From an optimization exercise on the open Yosys and OpenROAD flow, aimed at small area, a short achievable clock period and few clock cycles; shortcuts taken in it are not production practice. RTL that was checked went through simulation tests only; none was proved equivalent to the original.

== the previous run ==
Design ctx_unwrap, start of the top module:
module ctx_unwrap (
    input  wire         clk,
    input  wire         rst,        
    input  wire         start,      
    input  wire [255:0] kek,        
    input  wire [575:0] wrapped,    
    output wire         ready,
    output reg          done,       
    output wire         ok,         
    output wire [511:0] key_out     
);
Size in the first run: roughly 16,000 cells after synthesis, roughly 1,400 I/O pins.
clock: 10.0 ns
lec_check: 0
abc_area: 1
cap_margin: 20
core_margin: 2
core_utilization: 40
place_density: 0.5
setup_slack_margin: 5
slew_margin: 20
standard.sh (not shown) runs the stock make flow with config.mk's settings and CLKGATE_MAP_FILE= SYNTH_SCRIPT=/design/flow/synth_recipe.tcl, a recipe that flattens the netlist after the stock synthesis.
==> flow/flow/run.sh <==
#!/bin/bash
# The standard layout, except that synthesis maps the combinational logic
# with flow/abc_map.script (registers are mapped before ABC and unchanged).
set -euo pipefail
W=$(pwd)
export MY_ABC_SCRIPT=$W/flow/abc_map.script
bash standard.sh SYNTH_SCRIPT=$W/flow/synth.tcl finish > make_finish.log 2>&1
==> flow/flow/abc_map.script <==
strash
dc2
strash
&get -n
&dch -f
&nf -R 1000
&put
topo
stime -c
buffer -c
upsize -c
dnsize -c
==> flow/flow/synth.tcl <==
# synth_recipe.tcl with another ABC script for the combinational mapping
# (flow/abc_map.script); registers are mapped before ABC and unchanged.
proc synth {args} { yosys synth -nofsm -noshare {*}$args }
proc abc {args} {
  set i [lsearch $args -script]
  if {$i >= 0} { set args [lreplace $args $i [expr {$i+1}] -script $::env(MY_ABC_SCRIPT)] }
  yosys abc {*}$args
}
source $::env(SCRIPTS_DIR)/synth.tcl
# left out here: clear keep_hierarchy, flatten, clean up, hide names made inside functions, write 1_2_yosys.v
| the previous run | all stages done | FAIL | max-capacitance violations, max-slew violations |
Testbench counts of the previous run, summed over its fixed seeds: cycles 88,224.
Modified inputs, the current run compared to the previous run
==> flow/flow/run.sh <==
#!/bin/bash
set -euo pipefail
bash standard.sh SETUP_SLACK_MARGIN=6.5 finish > make_finish.log 2>&1
removed: flow/flow/abc_map.script
removed: flow/flow/synth.tcl
[summary]
Run status, the current run: aborted in global routing (5_1_grt), error GRT-0232
The placed cell count of the current run exceeds that of the previous run by 7,675.
Of the previous run and the current run, the higher width of the chip belongs to the current run.
Number of enable flip-flop cells after synthesis came out exactly the same in the previous run and the current run.
Number of gates resized after CTS was lower in the previous run than in the current run.
Min arithmetic-cell share of the synthesized area counting full adders, half adders and majority gates across the previous run and the current run: the current run
In the current run relative to the previous run, cell count after synthesis had gone up by more than a quarter.
Taking the previous run as 1.0, the current run lands at 1.12 on cell area reported after detailed placement.
Synthesized area (the current run over the previous run): increase, 17,000 sq um
On the current run: net count after synthesis is 42% higher than what the previous run gave.


ctx_unwrap, a different RTL version from the one above (not shown whole).
Size: ~15,000 cells after synthesis, about 1,200 flip-flops.
==> flow/config.mk <==
export PLATFORM = sky130hd
export DESIGN_NAME = ctx_unwrap
export DESIGN_NICKNAME = ctx_unwrap
export VERILOG_FILES = /design/flow/design.v
export SDC_FILE = /design/flow/constraint.sdc
export NUM_CORES = 8
export LEC_CHECK = 0
export ABC_AREA = 1
export CAP_MARGIN = 20
export CORE_MARGIN = 2
export CORE_UTILIZATION = 40
export PLACE_DENSITY = 0.5
export SETUP_SLACK_MARGIN = 5
export SLEW_MARGIN = 20
==> flow/constraint.sdc <==
create_clock -name core_clock -period 10.0 [get_ports {clk}]
set_input_delay 2.0000 -clock core_clock [delete_from_list [all_inputs] [get_ports {clk}]]
set_output_delay 2.0000 -clock core_clock [all_outputs]
set_load 0.01 [all_outputs]
==> flow/flow/run.sh <==
#!/bin/bash
# The standard layout, with two changes: synthesis maps the combinational
# logic with flow/abc_map.script, and timing repair aims at setup slack
# >= 6.5 ns on the 10 ns clock.
set -euo pipefail
W=$(pwd)
export MY_ABC_SCRIPT=$W/flow/abc_map.script
bash standard.sh SYNTH_SCRIPT=$W/flow/synth.tcl SETUP_SLACK_MARGIN=6.5 finish > make_finish.log 2>&1
==> flow/flow/abc_map.script <==
strash
dc2
strash
&get -n
&dch -f
&nf -R 1000
&put
topo
stime -c
buffer -c
upsize -c
dnsize -c
==> flow/flow/synth.tcl <==
# synth_recipe.tcl with another ABC script for the combinational mapping
# (flow/abc_map.script); registers are mapped before ABC and unchanged.
proc synth {args} { yosys synth -nofsm -noshare {*}$args }
proc abc {args} {
  set i [lsearch $args -script]
  if {$i >= 0} { set args [lreplace $args $i [expr {$i+1}] -script $::env(MY_ABC_SCRIPT)] }
  yosys abc {*}$args
}
source $::env(SCRIPTS_DIR)/synth.tcl
# left out here: clear keep_hierarchy, flatten, clean up, hide names made inside functions, write 1_2_yosys.v
The baseline died in global routing.
==> next run, changes <==
==> flow/run.sh (new file) <==
#!/bin/bash
# synth_recipe.tcl (not shown) runs the flow's synth.tcl, then flattens the netlist and writes it again
# the make line also repeats each setting of config.mk as NAME=value (left out here)
make -C /OpenROAD-flow-scripts/flow DESIGN_CONFIG=/design/flow/config.mk WORK_HOME=/design/flow/orfs CLKGATE_MAP_FILE= SYNTH_SCRIPT=/design/flow/synth_recipe.tcl finish
removed: flow/flow/run.sh
removed: flow/flow/abc_map.script
removed: flow/flow/synth.tcl
removed: flow/standard.sh
Result: This time the run ran to the end with no violations. Synthesized cell count goes up by about 36%. Area after synthesis goes up by about 11%.
Function was not checked in any run of this note: the RTL went through the layout flow alone.


04-10:
ctx_unwrap, a different RTL version from the one above (not shown whole).
Size in the first run: ~14,000 cells after synthesis, about 1,300 flip-flops, about 1,400 I/O pins.
## ctx_unwrap
module ctx_unwrap (
    input  wire         clk,
    input  wire         rst,        
    input  wire         start,      
    input  wire [255:0] kek,        
    input  wire [575:0] wrapped,    
    output wire         ready,
    output reg          done,       
    output wire         ok,         
    output wire [511:0] key_out     
);
export LEC_CHECK = 0
export ABC_AREA = 1
export CAP_MARGIN = 20
export CORE_MARGIN = 2
export CORE_UTILIZATION = 40
export PLACE_DENSITY = 0.5
export SETUP_SLACK_MARGIN = 5
export SLEW_MARGIN = 20
create_clock -name core_clock -period 10.0 [get_ports {clk}]
==> flow/flow/run.sh <==
#!/bin/bash
# The standard layout, except that synthesis maps the combinational logic
# with flow/abc_map.script (registers are mapped before ABC and unchanged).
set -euo pipefail
W=$(pwd)
export MY_ABC_SCRIPT=$W/flow/abc_map.script
bash standard.sh SYNTH_SCRIPT=$W/flow/synth.tcl finish > make_finish.log 2>&1
==> flow/flow/abc_map.script <==
strash
dc2
strash
&get -n
&dch -f
&nf -R 1000
&put
topo
stime -c
buffer -c
upsize -c
dnsize -c
==> flow/flow/synth.tcl <==
# synth_recipe.tcl with another ABC script for the combinational mapping
# (flow/abc_map.script); registers are mapped before ABC and unchanged.
proc synth {args} { yosys synth -nofsm -noshare {*}$args }
proc abc {args} {
  set i [lsearch $args -script]
  if {$i >= 0} { set args [lreplace $args $i [expr {$i+1}] -script $::env(MY_ABC_SCRIPT)] }
  yosys abc {*}$args
}
source $::env(SCRIPTS_DIR)/synth.tcl
# left out here: clear keep_hierarchy, flatten, clean up, hide names made inside functions, write 1_2_yosys.v
Testbench counts of 04-10, summed over its fixed seeds: cycles 88,224.
## Diff of input files: 11-06 against 04-10
==> flow/run.sh (new file) <==
#!/bin/bash
# synth_recipe.tcl (not shown) runs the flow's synth.tcl, then flattens the netlist and writes it again
# the make line also repeats each setting of config.mk as NAME=value (left out here)
make -C /OpenROAD-flow-scripts/flow DESIGN_CONFIG=/design/flow/config.mk WORK_HOME=/design/flow/orfs CLKGATE_MAP_FILE= SYNTH_SCRIPT=/design/flow/synth_recipe.tcl finish
removed: flow/flow/run.sh
removed: flow/flow/abc_map.script
removed: flow/flow/synth.tcl
removed: flow/standard.sh
==> run summary <==
- 11-06 — HPWL reported at the end of detailed placement 100,000 um higher, 04-10 as reference
- 11-06 vs 04-10, utilization of the core after routing went down by 3.6 points.
- For number of non-clock inverters, dividing the value from 11-06 by the value from 04-10 gives 10.
- 11-06 ended with more synthesized-area fraction occupied by and/or/nand/nor cells than 04-10.
- Routability-driven placement congestion ratio: 11-06 higher than 04-10
- Looking at final instance area, 11-06 sits above 04-10.
- Non-clock buffer share of cell area | 11-06 below 04-10
- Lower area of the multi-input gates among 11-06 and 04-10: 04-10
- When 11-06 is measured against 04-10, its standard cell core area turns out 12% higher.

static timing again, ports no longer ideal:
In the flow no input, the clock included, has a driving cell. The finished layouts below were timed again as built, in two steps. Step 1 sets driving cells, clkbuf_16 on the clock port and buf_2 on the other inputs (assumed; they add their load-dependent delay and slew). Step 2 times the ports against the registers' clock, not the clock port: input delays grow and output delays shrink by t, the midpoint of the rising clock arrivals with the driver on. Slacks: ideal ports / drivers / drivers and shift; pairs: ideal ports / drivers.
run	t, ns	slack for setup (ns)	worst hold slack (ns)	latest minus earliest clock arrival (ns)	pins driven straight from the clock port
the previous run	0.978	4.181 / 4.181 / 4.014	0.487 / 0.487 / 0.487	0.113 / 0.113	1
the second run of note 2	1.047	4.656 / 4.656 / 3.893	0.486 / 0.486 / 0.486	0.142 / 0.142	1
04-10	1.049	4.579 / 4.579 / 4.579	0.491 / 0.491 / 0.491	0.092 / 0.092	1
11-06	1.115	4.785 / 4.651 / 4.507	0.446 / 0.446 / 0.446	0.149 / 0.149	1
The setup slack of the second run of note 2, which loses most, moves by 0.000 ns with the drivers and by -0.763 ns with both steps.
